What follows belongs to an exercise in optimizing a design on an open flow for small area, a short achievable clock period and few clock cycles per item; a production flow would make more cautious choices. Only the layout flow was run in this run; the RTL was not checked for function there.

## flow/design.v

```verilog
module sbx_x2(input a, input b, output y); assign y = a ^ b; endmodule
module sbx_xn2(input a, input b, output y); assign y = ~(a ^ b); endmodule
module sbx_a2(input a, input b, output y); assign y = a & b; endmodule
module aes_sbox (input wire [7:0] a, output wire [7:0] y);
  wire T1;
  sbx_x2 g0(.a(a[7]), .b(a[4]), .y(T1));
  wire T2;
  sbx_x2 g1(.a(a[7]), .b(a[2]), .y(T2));
  wire T3;
  sbx_x2 g2(.a(a[7]), .b(a[1]), .y(T3));
  wire T4;
  sbx_x2 g3(.a(a[4]), .b(a[2]), .y(T4));
  wire T5;
  sbx_x2 g4(.a(a[3]), .b(a[1]), .y(T5));
  wire T6;
  sbx_x2 g5(.a(T1), .b(T5), .y(T6));
  wire T7;
  sbx_x2 g6(.a(a[6]), .b(a[5]), .y(T7));
  wire T8;
  sbx_x2 g7(.a(a[0]), .b(T6), .y(T8));
  wire T9;
  sbx_x2 g8(.a(a[0]), .b(T7), .y(T9));
  wire T10;
  sbx_x2 g9(.a(T6), .b(T7), .y(T10));
  wire T11;
  sbx_x2 g10(.a(a[6]), .b(a[2]), .y(T11));
  wire T12;
  sbx_x2 g11(.a(a[5]), .b(a[2]), .y(T12));
  wire T13;
  sbx_x2 g12(.a(T3), .b(T4), .y(T13));
  wire T14;
  sbx_x2 g13(.a(T6), .b(T11), .y(T14));
  wire T15;
  sbx_x2 g14(.a(T5), .b(T11), .y(T15));
  wire T16;
  sbx_x2 g15(.a(T5), .b(T12), .y(T16));
  wire T17;
  sbx_x2 g16(.a(T9), .b(T16), .y(T17));
  wire T18;
  sbx_x2 g17(.a(a[4]), .b(a[0]), .y(T18));
  wire T19;
  sbx_x2 g18(.a(T7), .b(T18), .y(T19));
  wire T20;
  sbx_x2 g19(.a(T1), .b(T19), .y(T20));
  wire T21;
  sbx_x2 g20(.a(a[1]), .b(a[0]), .y(T21));
  wire T22;
  sbx_x2 g21(.a(T7), .b(T21), .y(T22));
  wire T23;
  sbx_x2 g22(.a(T2), .b(T22), .y(T23));
  wire T24;
  sbx_x2 g23(.a(T2), .b(T10), .y(T24));
  wire T25;
  sbx_x2 g24(.a(T20), .b(T17), .y(T25));
  wire T26;
  sbx_x2 g25(.a(T3), .b(T16), .y(T26));
  wire T27;
  sbx_x2 g26(.a(T1), .b(T12), .y(T27));
  wire M1;
  sbx_a2 g27(.a(T13), .b(T6), .y(M1));
  wire M2;
  sbx_a2 g28(.a(T23), .b(T8), .y(M2));
  wire M3;
  sbx_x2 g29(.a(T14), .b(M1), .y(M3));
  wire M4;
  sbx_a2 g30(.a(T19), .b(a[0]), .y(M4));
  wire M5;
  sbx_x2 g31(.a(M4), .b(M1), .y(M5));
  wire M6;
  sbx_a2 g32(.a(T3), .b(T16), .y(M6));
  wire M7;
  sbx_a2 g33(.a(T22), .b(T9), .y(M7));
  wire M8;
  sbx_x2 g34(.a(T26), .b(M6), .y(M8));
  wire M9;
  sbx_a2 g35(.a(T20), .b(T17), .y(M9));
  wire M10;
  sbx_x2 g36(.a(M9), .b(M6), .y(M10));
  wire M11;
  sbx_a2 g37(.a(T1), .b(T15), .y(M11));
  wire M12;
  sbx_a2 g38(.a(T4), .b(T27), .y(M12));
  wire M13;
  sbx_x2 g39(.a(M12), .b(M11), .y(M13));
  wire M14;
  sbx_a2 g40(.a(T2), .b(T10), .y(M14));
  wire M15;
  sbx_x2 g41(.a(M14), .b(M11), .y(M15));
  wire M16;
  sbx_x2 g42(.a(M3), .b(M2), .y(M16));
  wire M17;
  sbx_x2 g43(.a(M5), .b(T24), .y(M17));
  wire M18;
  sbx_x2 g44(.a(M8), .b(M7), .y(M18));
  wire M19;
  sbx_x2 g45(.a(M10), .b(M15), .y(M19));
  wire M20;
  sbx_x2 g46(.a(M16), .b(M13), .y(M20));
  wire M21;
  sbx_x2 g47(.a(M17), .b(M15), .y(M21));
  wire M22;
  sbx_x2 g48(.a(M18), .b(M13), .y(M22));
  wire M23;
  sbx_x2 g49(.a(M19), .b(T25), .y(M23));
  wire M24;
  sbx_x2 g50(.a(M22), .b(M23), .y(M24));
  wire M25;
  sbx_a2 g51(.a(M22), .b(M20), .y(M25));
  wire M26;
  sbx_x2 g52(.a(M21), .b(M25), .y(M26));
  wire M27;
  sbx_x2 g53(.a(M20), .b(M21), .y(M27));
  wire M28;
  sbx_x2 g54(.a(M23), .b(M25), .y(M28));
  wire M29;
  sbx_a2 g55(.a(M28), .b(M27), .y(M29));
  wire M30;
  sbx_a2 g56(.a(M26), .b(M24), .y(M30));
  wire M31;
  sbx_a2 g57(.a(M20), .b(M23), .y(M31));
  wire M32;
  sbx_a2 g58(.a(M27), .b(M31), .y(M32));
  wire M33;
  sbx_x2 g59(.a(M27), .b(M25), .y(M33));
  wire M34;
  sbx_a2 g60(.a(M21), .b(M22), .y(M34));
  wire M35;
  sbx_a2 g61(.a(M24), .b(M34), .y(M35));
  wire M36;
  sbx_x2 g62(.a(M24), .b(M25), .y(M36));
  wire M37;
  sbx_x2 g63(.a(M21), .b(M29), .y(M37));
  wire M38;
  sbx_x2 g64(.a(M32), .b(M33), .y(M38));
  wire M39;
  sbx_x2 g65(.a(M23), .b(M30), .y(M39));
  wire M40;
  sbx_x2 g66(.a(M35), .b(M36), .y(M40));
  wire M41;
  sbx_x2 g67(.a(M38), .b(M40), .y(M41));
  wire M42;
  sbx_x2 g68(.a(M37), .b(M39), .y(M42));
  wire M43;
  sbx_x2 g69(.a(M37), .b(M38), .y(M43));
  wire M44;
  sbx_x2 g70(.a(M39), .b(M40), .y(M44));
  wire M45;
  sbx_x2 g71(.a(M42), .b(M41), .y(M45));
  wire M46;
  sbx_a2 g72(.a(M44), .b(T6), .y(M46));
  wire M47;
  sbx_a2 g73(.a(M40), .b(T8), .y(M47));
  wire M48;
  sbx_a2 g74(.a(M39), .b(a[0]), .y(M48));
  wire M49;
  sbx_a2 g75(.a(M43), .b(T16), .y(M49));
  wire M50;
  sbx_a2 g76(.a(M38), .b(T9), .y(M50));
  wire M51;
  sbx_a2 g77(.a(M37), .b(T17), .y(M51));
  wire M52;
  sbx_a2 g78(.a(M42), .b(T15), .y(M52));
  wire M53;
  sbx_a2 g79(.a(M45), .b(T27), .y(M53));
  wire M54;
  sbx_a2 g80(.a(M41), .b(T10), .y(M54));
  wire M55;
  sbx_a2 g81(.a(M44), .b(T13), .y(M55));
  wire M56;
  sbx_a2 g82(.a(M40), .b(T23), .y(M56));
  wire M57;
  sbx_a2 g83(.a(M39), .b(T19), .y(M57));
  wire M58;
  sbx_a2 g84(.a(M43), .b(T3), .y(M58));
  wire M59;
  sbx_a2 g85(.a(M38), .b(T22), .y(M59));
  wire M60;
  sbx_a2 g86(.a(M37), .b(T20), .y(M60));
  wire M61;
  sbx_a2 g87(.a(M42), .b(T1), .y(M61));
  wire M62;
  sbx_a2 g88(.a(M45), .b(T4), .y(M62));
  wire M63;
  sbx_a2 g89(.a(M41), .b(T2), .y(M63));
  wire L0;
  sbx_x2 g90(.a(M61), .b(M62), .y(L0));
  wire L1;
  sbx_x2 g91(.a(M50), .b(M56), .y(L1));
  wire L2;
  sbx_x2 g92(.a(M46), .b(M48), .y(L2));
  wire L3;
  sbx_x2 g93(.a(M47), .b(M55), .y(L3));
  wire L4;
  sbx_x2 g94(.a(M54), .b(M58), .y(L4));
  wire L5;
  sbx_x2 g95(.a(M49), .b(M61), .y(L5));
  wire L6;
  sbx_x2 g96(.a(M62), .b(L5), .y(L6));
  wire L7;
  sbx_x2 g97(.a(M46), .b(L3), .y(L7));
  wire L8;
  sbx_x2 g98(.a(M51), .b(M59), .y(L8));
  wire L9;
  sbx_x2 g99(.a(M52), .b(M53), .y(L9));
  wire L10;
  sbx_x2 g100(.a(M53), .b(L4), .y(L10));
  wire L11;
  sbx_x2 g101(.a(M60), .b(L2), .y(L11));
  wire L12;
  sbx_x2 g102(.a(M48), .b(M51), .y(L12));
  wire L13;
  sbx_x2 g103(.a(M50), .b(L0), .y(L13));
  wire L14;
  sbx_x2 g104(.a(M52), .b(M61), .y(L14));
  wire L15;
  sbx_x2 g105(.a(M55), .b(L1), .y(L15));
  wire L16;
  sbx_x2 g106(.a(M56), .b(L0), .y(L16));
  wire L17;
  sbx_x2 g107(.a(M57), .b(L1), .y(L17));
  wire L18;
  sbx_x2 g108(.a(M58), .b(L8), .y(L18));
  wire L19;
  sbx_x2 g109(.a(M63), .b(L4), .y(L19));
  wire L20;
  sbx_x2 g110(.a(L0), .b(L1), .y(L20));
  wire L21;
  sbx_x2 g111(.a(L1), .b(L7), .y(L21));
  wire L22;
  sbx_x2 g112(.a(L3), .b(L12), .y(L22));
  wire L23;
  sbx_x2 g113(.a(L18), .b(L2), .y(L23));
  wire L24;
  sbx_x2 g114(.a(L15), .b(L9), .y(L24));
  wire L25;
  sbx_x2 g115(.a(L6), .b(L10), .y(L25));
  wire L26;
  sbx_x2 g116(.a(L7), .b(L9), .y(L26));
  wire L27;
  sbx_x2 g117(.a(L8), .b(L10), .y(L27));
  wire L28;
  sbx_x2 g118(.a(L11), .b(L14), .y(L28));
  wire L29;
  sbx_x2 g119(.a(L11), .b(L17), .y(L29));
  sbx_x2 g120(.a(L6), .b(L24), .y(y[7]));
  sbx_xn2 g121(.a(L16), .b(L26), .y(y[6]));
  sbx_xn2 g122(.a(L19), .b(L28), .y(y[5]));
  sbx_x2 g123(.a(L6), .b(L21), .y(y[4]));
  sbx_x2 g124(.a(L20), .b(L22), .y(y[3]));
  sbx_x2 g125(.a(L25), .b(L29), .y(y[2]));
  sbx_xn2 g126(.a(L13), .b(L27), .y(y[1]));
  sbx_xn2 g127(.a(L6), .b(L23), .y(y[0]));
endmodule
module aes_round (
    input  wire [127:0] state_in,
    input  wire [127:0] add_in,
    input  wire         keep_mix,
    input  wire         keep_sub,
    output wire [127:0] state_out,
    output wire [127:0] sub_out        
);
    wire [7:0] b  [0:15];
    wire [7:0] sb [0:15];
    wire [7:0] sr [0:15];
    genvar i;
    generate
        for (i = 0; i < 16; i = i + 1) begin : g_sub
            assign b[i] = state_in[127 - 8*i -: 8];
            aes_sbox u_sbox (.a(b[i]), .y(sb[i]));
        end
    endgenerate
    generate
        for (i = 0; i < 16; i = i + 1) begin : g_shift
            assign sr[i] = sb[(i + 4 * (i % 4)) % 16];
            assign sub_out[127 - 8*i -: 8] = sr[i];
        end
    endgenerate
    function [7:0] xtime;
        input [7:0] x;
        xtime = {x[6:0], 1'b0} ^ (x[7] ? 8'h1b : 8'h00);
    endfunction
    wire [7:0] km = {8{keep_mix}};
    wire [7:0] ks = {8{keep_sub}};
    generate
        for (i = 0; i < 4; i = i + 1) begin : g_mix
            wire [7:0] a0 = sr[4*i];
            wire [7:0] a1 = sr[4*i+1];
            wire [7:0] a2 = sr[4*i+2];
            wire [7:0] a3 = sr[4*i+3];
            wire [7:0] t  = a0 ^ a1 ^ a2 ^ a3;
            wire [7:0] e0 = xtime(a0 ^ a1) ^ t;
            wire [7:0] e1 = xtime(a1 ^ a2) ^ t;
            wire [7:0] e2 = xtime(a2 ^ a3) ^ t;
            wire [7:0] e3 = xtime(a3 ^ a0) ^ t;
            wire [31:0] base = {a0 & ks, a1 & ks, a2 & ks, a3 & ks} ^ add_in[127 - 32*i -: 32];
            assign state_out[127 - 32*i -: 32] = {e0 & km, e1 & km, e2 & km, e3 & km} ^ base;
        end
    endgenerate
endmodule
module aes256_key_step (
    input  wire [127:0] prev,
    input  wire [127:0] last,
    input  wire         rot_step,
    input  wire [7:0]   rcon,
    input  wire         load,
    input  wire [127:0] load_val,
    output wire [127:0] next
);
    wire [31:0] w3 = last[31:0];
    wire [31:0] rot = rot_step ? {w3[23:0], w3[31:24]} : w3;
    wire [31:0] sub;
    aes_sbox u_s0 (.a(rot[31:24]), .y(sub[31:24]));
    aes_sbox u_s1 (.a(rot[23:16]), .y(sub[23:16]));
    aes_sbox u_s2 (.a(rot[15:8]),  .y(sub[15:8]));
    aes_sbox u_s3 (.a(rot[7:0]),   .y(sub[7:0]));
    wire [31:0] rc = rot_step ? {rcon, 24'h000000} : 32'h00000000;
    wire [31:0] p0 = prev[127:96] ^ rc;
    wire [31:0] p1 = prev[95:64]  ^ p0;
    wire [31:0] p2 = prev[63:32]  ^ p1;
    wire [31:0] p3 = prev[31:0]   ^ p2;
    wire [127:0] base = load ? load_val : {p0, p1, p2, p3};
    wire [31:0]  s    = sub & {32{~load}};
    assign next = {s, s, s, s} ^ base;
endmodule
module prl_tag_engine (
    input  wire         clk,
    input  wire         rst,           
    input  wire         cmd_valid,
    output wire         cmd_ready,
    input  wire [1:0]   cmd_op,        
    input  wire [1:0]   cmd_ksel,      
    input  wire [255:0] cmd_key,       
    input  wire [47:0]  cmd_frame,     
    input  wire [4:0]   cmd_pair,
    input  wire [7:0]   cmd_place,
    input  wire [7:0]   cmd_where,
    input  wire [3:0]   cmd_elem,
    input  wire [11:0]  cmd_obj,
    input  wire [2:0]   cmd_kind,
    input  wire [7:0]   cmd_state,
    output wire         tag_valid,
    input  wire         tag_ready,
    output wire [63:0]  tag,
    output wire         key_a_present,
    output wire         key_b_present
);
    localparam [1:0] OP_TAG   = 2'd0;
    localparam [1:0] OP_LOAD  = 2'd1;
    localparam [1:0] OP_CLEAR = 2'd2;
    reg [255:0] key_a, key_b;
    reg [127:0] l_a, l_b;
    reg         key_a_ok, key_b_ok;
    reg         crdy;          
    reg [1:0]   op_q;          
    reg [1:0]   ksel_q;
    reg         run;           
    reg [3:0]   rnd;           
    reg         pass_l;        
    reg         cur_b;         
    reg         cur_ok;        
    reg         l_pend;        
    reg         ld;            
    reg [127:0] aes_state;
    reg [255:0] kreg;          
    reg [61:0]  q_mac0, q_mac1;
    reg         q_ok0, q_ok1;      
    reg         q_b0, q_b1;        
    reg         q_wp, q_rp;
    reg [1:0]   q_cnt;
    reg         tv;
    wire fire    = crdy && cmd_valid;
    wire do_tag  = fire && op_q == OP_TAG;
    wire do_load = fire && op_q == OP_LOAD && !ksel_q[1];
    wire do_clr  = fire && op_q == OP_CLEAR;
    wire last    = run && rnd == 4'd14;
    wire push    = last && !pass_l;
    wire pop     = tv && tag_ready;
    wire         sel      = l_pend ? cur_b : ksel_q[0];
    wire [255:0] slot_key = sel ? key_b : key_a;
    wire [127:0] slot_l   = sel ? l_b : l_a;
    wire [127:0] cmd_msg = {cmd_frame, 3'b000, cmd_pair, cmd_place, cmd_where,
                            4'h0, cmd_elem, 4'h0, cmd_obj, 5'b00000, cmd_kind,
                            cmd_state, 16'h0000};
    wire [127:0] k1   = {slot_l[126:0], 1'b0} ^ (slot_l[127] ? 128'h87 : 128'h0);
    wire [127:0] init = ((cmd_msg ^ k1) & {128{~l_pend}}) ^ slot_key[255:128];
    wire [127:0] round_out, sub_out;
    aes_round u_round (
        .state_in  (aes_state),
        .add_in    (ld ? init : kreg[127:0]),
        .keep_mix  (!ld && rnd != 4'd14),
        .keep_sub  (!ld),
        .state_out (round_out),
        .sub_out   (sub_out)
    );
    wire [61:0] mac = sub_out[127:66] ^ kreg[127:66];
    reg [7:0] rcon;
    always @(*) begin
        case (rnd)
            4'd1:    rcon = 8'h01;
            4'd3:    rcon = 8'h02;
            4'd5:    rcon = 8'h04;
            4'd7:    rcon = 8'h08;
            4'd9:    rcon = 8'h10;
            4'd11:   rcon = 8'h20;
            4'd13:   rcon = 8'h40;
            default: rcon = 8'h00;
        endcase
    end
    wire [127:0] next_rk;
    aes256_key_step u_key (
        .prev     (kreg[255:128]),
        .last     (kreg[127:0]),
        .rot_step (rnd[0]),
        .rcon     (rcon),
        .load     (ld),
        .load_val (slot_key[127:0]),
        .next     (next_rk)
    );
    wire       start     = do_tag || l_pend;
    wire       run_n     = start || (run && !last);
    wire [3:0] rnd_n     = start ? 4'd1 : rnd + 4'd1;
    wire       pass_l_n  = start ? l_pend : pass_l;
    wire       l_pend_n  = do_load;
    wire [1:0] q_cnt_n   = q_cnt + {1'b0, push} - {1'b0, pop};
    wire       free_n    = (!run_n && !l_pend_n) || (run_n && rnd_n == 4'd14 && !pass_l_n);
    wire       ld_n      = free_n || l_pend_n;
    wire       room_n    = ({1'b0, q_cnt_n} + {2'b00, run_n && !pass_l_n}) <= 3'd1;
    always @(posedge clk) begin
        op_q   <= cmd_op;
        ksel_q <= cmd_ksel;
        aes_state <= round_out;
        kreg      <= {ld ? slot_key[255:128] : kreg[127:0], next_rk};
        if (do_load && !ksel_q[0]) key_a <= cmd_key;
        if (do_load &&  ksel_q[0]) key_b <= cmd_key;
        if (last && pass_l && !cur_b) l_a <= round_out;
        if (last && pass_l &&  cur_b) l_b <= round_out;
        if (push && !q_wp) begin
            q_mac0 <= mac;
            q_ok0  <= cur_ok;
            q_b0   <= cur_b;
        end
        if (push && q_wp) begin
            q_mac1 <= mac;
            q_ok1  <= cur_ok;
            q_b1   <= cur_b;
        end
        if (rst) begin
            crdy     <= 1'b0;
            key_a_ok <= 1'b0;
            key_b_ok <= 1'b0;
            run      <= 1'b0;
            rnd      <= 4'd0;
            pass_l   <= 1'b0;
            cur_b    <= 1'b0;
            cur_ok   <= 1'b0;
            l_pend   <= 1'b0;
            ld       <= 1'b1;
            q_wp     <= 1'b0;
            q_rp     <= 1'b0;
            q_cnt    <= 2'd0;
            tv       <= 1'b0;
        end else begin
            crdy    <= cmd_valid && !fire && free_n && room_n;
            run     <= run_n;
            rnd     <= rnd_n;
            pass_l  <= pass_l_n;
            l_pend  <= l_pend_n;
            ld      <= ld_n;
            if (do_tag) begin
                cur_b  <= ksel_q[0];
                cur_ok <= !ksel_q[1] && (ksel_q[0] ? key_b_ok : key_a_ok);
            end else if (do_load) begin
                cur_b  <= ksel_q[0];
            end
            if (do_load && !ksel_q[0]) key_a_ok <= 1'b1;
            if (do_load &&  ksel_q[0]) key_b_ok <= 1'b1;
            if (do_clr) begin
                key_a_ok <= 1'b0;
                key_b_ok <= 1'b0;
            end
            if (push) q_wp <= ~q_wp;
            if (pop)  q_rp <= ~q_rp;
            q_cnt <= q_cnt_n;
            tv    <= q_cnt_n != 2'd0;
        end
    end
    wire        h_ok  = q_rp ? q_ok1 : q_ok0;
    wire        h_b   = q_rp ? q_b1 : q_b0;
    wire [61:0] h_mac = q_rp ? q_mac1 : q_mac0;
    assign cmd_ready     = crdy;
    assign tag_valid     = tv;
    assign tag           = {1'b0, h_ok & h_b, h_mac & {62{h_ok}}};
    assign key_a_present = key_a_ok;
    assign key_b_present = key_b_ok;
endmodule
```

## flow/run.sh

```bash
#!/bin/bash
# synth_recipe.tcl (not shown) runs the flow's synth.tcl, then flattens the netlist and writes it again
# the make line also repeats each setting of config.mk as NAME=value (left out here)
make -C /OpenROAD-flow-scripts/flow DESIGN_CONFIG=/design/flow/config.mk WORK_HOME=/design/flow/orfs CLKGATE_MAP_FILE= SYNTH_SCRIPT=/design/flow/synth_recipe.tcl finish
```

## flow/config.mk

```make
export PLATFORM = sky130hd
export DESIGN_NAME = prl_tag_engine
export DESIGN_NICKNAME = prl_tag_engine
export VERILOG_FILES = /design/flow/design.v
export SDC_FILE = /design/flow/constraint.sdc
export NUM_CORES = 8
export LEC_CHECK = 0
export CAP_MARGIN = 20
export CORE_MARGIN = 2
export CORE_UTILIZATION = 25
export PLACE_DENSITY = 0.45
export SETUP_SLACK_MARGIN = 3
export SLEW_MARGIN = 20
export SYNTH_HIERARCHICAL = 1
```

## flow/constraint.sdc

```tcl
create_clock -name core_clock -period 8.0 [get_ports {clk}]
set_input_delay 1.6000 -clock core_clock [delete_from_list [all_inputs] [get_ports {clk}]]
set_output_delay 1.6000 -clock core_clock [all_outputs]
set_load 0.01 [all_outputs]
```

==> key figures <==
Timing
  • Final Max Tran Viols: 0
  • Max-slew headroom: 19.7%
  • Actual slew at the worst max-slew pin: 1170 ps
  • RSZ-0062 raised after global routing: yes
  • Worst Clk Skew: 64.5 ps
  • Setup violators final: 0
  • Final worst-path cycle share: 73.0%
  • Setup_tns: 0 ps
  • Fmax: 0.171 GHz
  • Minimum clock period: 5840 ps
  • Final Hold Vio Count: 0
  • Hold WS: 466 ps

Floorplanning
  • Die width: 562 um
  • Die H: 562 um
  • Die ar.: 0.315 mm2
  • Initial Utilization: 25.1%
  • Cell Rows: 204
  • IO Pins: 428
  • Core Footprint: 0.309 mm2

Clock network
  • TritonCTS clock tree: yes
  • CTS Buffer Depth: 4
  • Latest clock arrival within the worst-skew pair: 870 ps
  • Clock buffer count from CTS: 165
  • Number of H-tree levels: 4
  • Clock Pin Slew Worst Setup and Hold Paths: 60 ps
  • CTS sink count: 1,302
  • Root buffer cell: clkbuf_16
  • Post-CTS Hold Buffers: 0

Critical path
  • Crit Path Class: flip-flop to flip-flop
  • Endpoint class of the critical path: flip-flop
  • Worst EP required: 8750 ps
  • CP Launch Type: flip-flop
  • Crit path DAT: 6590 ps
  • Crit-path max FO: 6

Job
  • Max cap viols: 0

Yosys
  • Number of synthesized register bits: 1,302
  • Seq/Total Area, Yosys: 45.1%
  • Distinct cell type count after synthesis: 47
  • Ys flop type: edfxtp_1
  • Yosys synthesis warning count: 8
  • Synth Instances: 6,943
  • Synthesized area: 0.0777 mm2
  • Post-synth EDFFs: 896
  • Async SR Flop Fraction: 0%
  • Syn avg cell area: 11.2 um2

Min path
  • Hold Path Class: flip-flop to flip-flop

Route
  • TritonRoute pass-1 iters: 5
  • Vias/cell: 4.26
  • DR WL/cell: 24.6 um
  • Detail Route Antenna Nets: 0
  • Routed Wire Length: 321 mm
  • # DRC: 0
  • Vias: 55,800
  • Drt initial violations: 3,582

Global route
  • First-pass GRT wire length: 436 mm
  • Number of global-route vias before repair: 57,900
  • Largest net degree at the start of global routing: 113
  • Initial antenna violation count: 20
  • Gr usage total: 19.5%
  • Total gr overflow: 0

Placement
  • Post-DP HPWL: 231 mm
  • I/O Buffers: 426
  • RePlAce Congestion: 0.874

Finish
  • Area Growth Syn to Fin: 64.3%
  • Commonest non-fill, non-tap cells in the layout: 1,018 x buf_4, 896 x edfxtp_1, 797 x xor2_2, 727 x nand2_1, 713 x xor2_1
  • Nets: 9,196
  • Most common cell after layout, fill and taps aside: buf_4
  • Layout cells sized above 1: 48.1%

Outcome
  • Status: timing/DRC/antenna clean
==> area by class of cell <==
class / count / area (um2)
fillers: 28100 / 181000
well taps: 4120 / 5150
clock buffers: 208 / 4500
diodes: 5 / 12.5
flip-flops and latches: 1302 / 35400
inverters: 6 / 25.0
clock inverters: 90 / 821
repair buffers: 1912 / 18100
multi-input cells: 5444 / 63700
==> modules after synthesis (local to each module, per instance), excerpt <==
| module | times used | cells | flip-flops and latches |
|---|---|---|---|
| aes_round | 1 | 888 | 0 |
| sbx_xn2 | 80 | 1 | 0 |
| prl_tag_engine | 1 | 3060 | 1302 |
| sbx_a2 | 680 | 1 | 0 |
| aes256_key_step | 1 | 435 | 0 |
| sbx_x2 | 1800 | 1 | 0 |
==> Yosys cell counts, types with 12 or more instances <==
| master | instances | share of area (%) |
|---|---|---|
| xor2_1 | 2013 | 23 |
| edfxtp_1 | 896 | 35 |
| nand2_1 | 814 | 3.9 |
| xnor2_1 | 761 | 8.6 |
| and2_1 | 685 | 5.5 |
| dfxtp_1 | 406 | 10 |
| nor2_1 | 278 | 1.3 |
| mux2i_1 | 273 | 3.5 |
| mux2_2 | 209 | 3.0 |
| a21oi_1 | 164 | 1.1 |
| clkbuf_1 | 102 | 0.49 |
| o21ai_0 | 68 | 0.44 |
| xnor3_1 | 48 | 1.4 |
| buf_2 | 46 | 0.30 |
| xor3_1 | 32 | 0.98 |
| buf_1 | 21 | 0.10 |
| mux2i_2 | 17 | 0.30 |
| xnor2_2 | 16 | 0.33 |
| o21ai_1 | 12 | 0.077 |
==> layer usage <==
metal  wire [um]  GRT usage [%]  up-vias
met5          51              0        -
met4       13200           6.81        8
met2      155000           32.3     1390
met3       14100           2.36      412
li1            -              -    25400
met1      139000           26.0    28500
==> final timing paths <==
kind                          start                 to  slack [ps]  cells past startpoint
setup / recovery  rnd[0]$_SDFF_PP0_   kreg[15]$_DFF_P_        2160                     25
hold / removal     kreg[42]$_DFF_P_  kreg[170]$_DFF_P_         470                      2
setup reg to reg  rnd[0]$_SDFF_PP0_   kreg[15]$_DFF_P_        2160                     25
hold reg to reg    kreg[42]$_DFF_P_  kreg[170]$_DFF_P_         470                      2
==> stage by stage <==
step	util, %	area (um2)	std cells	worst slack (ps)
after floorplan	-	77900	6944	1510
after detailed placement	28.4	87700	11500	426
after global placement	28.4	87700	11500	447
final	41.3	128000	13100	2160
after CTS	37.7	117000	12700	2280
after global routing	41.3	128000	13100	1920
==> critical path: stages (launching register included) <==
cell and delay [ps]:
dfxtp_4 440, buf_12 130, buf_16 110, mux2_4 340
xor2_4 160, buf_4 150, xor2_2 230, xor2_2 210
and2_1 170, xor2_1 230, xor2_2 200, xor2_2 170
buf_4 160, xor2_4 180, xor2_2 190, xor2_2 290
xor2_2 230, xor2_1 220, and2_4 210, buf_12 110
xor2_4 180, xor2_2 190, xor2_2 180, xnor3_4 480
xor3_1 420, o21ai_1 160
==> repair_timing <==
item	in CTS	in global routing
endpoints found under the setup margin	699	622
buffers inserted	928	398
gates resized for setup	2499	1169
cloned	1	1
pin swaps	1056	835
==> sequential cells by signal (all words and copies together) (netlist names), 2 cells and up <==
name / count
key_a: 256
key_b: 256
kreg: 256
aes_state: 128
l_a: 128
l_b: 128
q_mac0: 62
q_mac1: 62
rnd: 4
ksel_q: 2
op_q: 2
q_cnt: 2
==> cells by family after synthesis <==
kind of cell | Yosys count | share of synthesized area [%]
multiplexers | 499 | 6.85
AND/OR/NAND/NOR | 1812 | 11.1
AO/OA/AOI/OAI | 252 | 1.66
adder cells (fa/ha/maj) | 5 | 0.0805
XOR/XNOR | 2874 | 34.1
flip-flops | 1302 | 45.1
other | 1 | 0.00483
buffers and inverters | 198 | 1.18

[separate check: timing with driven ports]
How much do the figures lean on ideal ports? The routed layout below was timed once more, with nothing changed but the port constraints. Step 1, drivers: a clkbuf_16 drives clk and a buf_2 each remaining input, both assumed. Step 2 moves the port delays by t, midway between the first and last clock arrival at a register: inputs arrive t later, outputs are due t later. That takes back most of the time a late clock gives input paths. a / b / c = no drivers / after step 1 / after step 2; a / b = the first two.
t (ns): 0.939
slack for setup (ns): 2.156 / 2.156 / 2.156
worst setup path after step 2: register to register
worst slew at a driven data input, ns: 0.08
cell pins on the clock port's net: 1
After both steps this run still meets setup and hold. For this run, drivers alone change the setup slack by 0.000 ns; drivers and shift together by 0.000 ns.
